From an optimization exercise on the open Yosys and OpenROAD flow, aimed at small area and a short achievable clock period; shortcuts taken in it are not production practice. Function was checked by simulation only, so behaviour that the tests miss may differ from the original.

## v18
==> module epi_lzshift, before the edit <==
module epi_lzshift #(
    parameter W  = 32,
    parameter LW = 5
) (
    input  wire [W-1:0]  x,
    input  wire          en,
    output wire [W-1:0]  y,
    output wire [LW-1:0] lz
);
    wire [31:0] xp = {x, {(32-W){1'b0}}};
    wire [15:0] v1;  wire [15:0] c1;
    wire [7:0]  v2;  wire [15:0] c2;
    wire [3:0]  v3;  wire [11:0] c3;
    wire [1:0]  v4;  wire [7:0]  c4;
    wire [4:0]  c5;
    genvar g;
    generate
        for (g = 0; g < 16; g = g + 1) begin : g_l1
            assign v1[g] = xp[2*g+1] | xp[2*g];
            assign c1[g] = ~xp[2*g+1];
        end
        for (g = 0; g < 8; g = g + 1) begin : g_l2
            assign v2[g] = v1[2*g+1] | v1[2*g];
            assign c2[2*g+1:2*g] = v1[2*g+1] ? {1'b0, c1[2*g+1]} : {1'b1, c1[2*g]};
        end
        for (g = 0; g < 4; g = g + 1) begin : g_l3
            assign v3[g] = v2[2*g+1] | v2[2*g];
            assign c3[3*g+2:3*g] = v2[2*g+1] ? {1'b0, c2[4*g+3:4*g+2]} : {1'b1, c2[4*g+1:4*g]};
        end
        for (g = 0; g < 2; g = g + 1) begin : g_l4
            assign v4[g] = v3[2*g+1] | v3[2*g];
            assign c4[4*g+3:4*g] = v3[2*g+1] ? {1'b0, c3[6*g+5:6*g+3]} : {1'b1, c3[6*g+2:6*g]};
        end
    endgenerate
    assign c5 = v4[1] ? {1'b0, c4[7:4]} : {1'b1, c4[3:0]};
    assign lz = en ? c5[LW-1:0] : {LW{1'b0}};
    assign y  = x << lz;
endmodule
export LEC_CHECK = 0
export ABC_AREA = 1
export CAP_MARGIN = 60
export CORE_MARGIN = 2
export CORE_UTILIZATION = 40
export SLEW_MARGIN = 80
create_clock -name core_clock -period 30.0 [get_ports {clk}]
run.sh (not shown) runs the stock make flow with config.mk's settings and CLKGATE_MAP_FILE= SYNTH_SCRIPT=/design/flow/synth_recipe.tcl, a recipe that flattens the netlist after the stock synthesis.
### v18 -> v32
diff --git a/flow/design.v b/flow/design.v
--- a/flow/design.v
+++ b/flow/design.v
@@ -725,34 +725,16 @@
     output wire [W-1:0]  y,
     output wire [LW-1:0] lz
 );
-    wire [31:0] xp = {x, {(32-W){1'b0}}};
-    wire [15:0] v1;  wire [15:0] c1;
-    wire [7:0]  v2;  wire [15:0] c2;
-    wire [3:0]  v3;  wire [11:0] c3;
-    wire [1:0]  v4;  wire [7:0]  c4;
-    wire [4:0]  c5;
-    genvar g;
+    wire [W-1:0] s [0:LW];
+    assign s[LW] = x;
+    genvar k;
     generate
-        for (g = 0; g < 16; g = g + 1) begin : g_l1
-            assign v1[g] = xp[2*g+1] | xp[2*g];
-            assign c1[g] = ~xp[2*g+1];
-        end
-        for (g = 0; g < 8; g = g + 1) begin : g_l2
-            assign v2[g] = v1[2*g+1] | v1[2*g];
-            assign c2[2*g+1:2*g] = v1[2*g+1] ? {1'b0, c1[2*g+1]} : {1'b1, c1[2*g]};
-        end
-        for (g = 0; g < 4; g = g + 1) begin : g_l3
-            assign v3[g] = v2[2*g+1] | v2[2*g];
-            assign c3[3*g+2:3*g] = v2[2*g+1] ? {1'b0, c2[4*g+3:4*g+2]} : {1'b1, c2[4*g+1:4*g]};
-        end
-        for (g = 0; g < 2; g = g + 1) begin : g_l4
-            assign v4[g] = v3[2*g+1] | v3[2*g];
-            assign c4[4*g+3:4*g] = v3[2*g+1] ? {1'b0, c3[6*g+5:6*g+3]} : {1'b1, c3[6*g+2:6*g]};
+        for (k = LW - 1; k >= 0; k = k - 1) begin : g_s
+            assign lz[k]  = en & ~|s[k+1][W-1 -: (1 << k)];
+            assign s[k]   = lz[k] ? (s[k+1] << (1 << k)) : s[k+1];
         end
     endgenerate
-    assign c5 = v4[1] ? {1'b0, c4[7:4]} : {1'b1, c4[3:0]};
-    assign lz = en ? c5[LW-1:0] : {LW{1'b0}};
-    assign y  = x << lz;
+    assign y = s[0];
 endmodule
 module epi_nar0 (
     input  wire [7:0] e,
## What came out
- [compare] base=v18 new=v32: global-route usage down 0.46 points; met1 track utilization from global routing went down by 1.4 points.
- Compared v18 against v32; hold slack within noise.
- v18 has a lower pin count of the biggest net entering global routing than v32.
- v32 and v18 ended up with roughly the same worst stage delay on the critical path.
- On v32: routed length on met3 is 2.1 mm lower than what v18 gave.
- Number of nets in the finished design was lower in v18 than in v32.

separate check: timing with driven ports:
No port has a modelled driver above. Below, the same layouts with a new extraction and two added sets of constraints.
Step 1: set_driving_cell puts a clkbuf_16 on clk and a buf_2 on each other input, an assumption about the parent block.
Step 2 moves the port delays by t, midway between the first and last clock arrival at a register: inputs arrive t later, outputs are due t later. That takes back most of the time a late clock gives input paths.
a / b / c = ideal ports / drivers / drivers and shift; a / b = the first two.
| run | t (ns) | slack for setup (ns) | slew at the worst register clock pin (ns) |
|---|---|---|---|
| v18 | 0.731 | 22.479 / 22.404 / 23.135 | 0.07 / 0.07 |
| v32 | 0.727 | 22.467 / 22.398 / 22.883 | 0.07 / 0.07 |
After both steps every run listed still meets setup and hold.
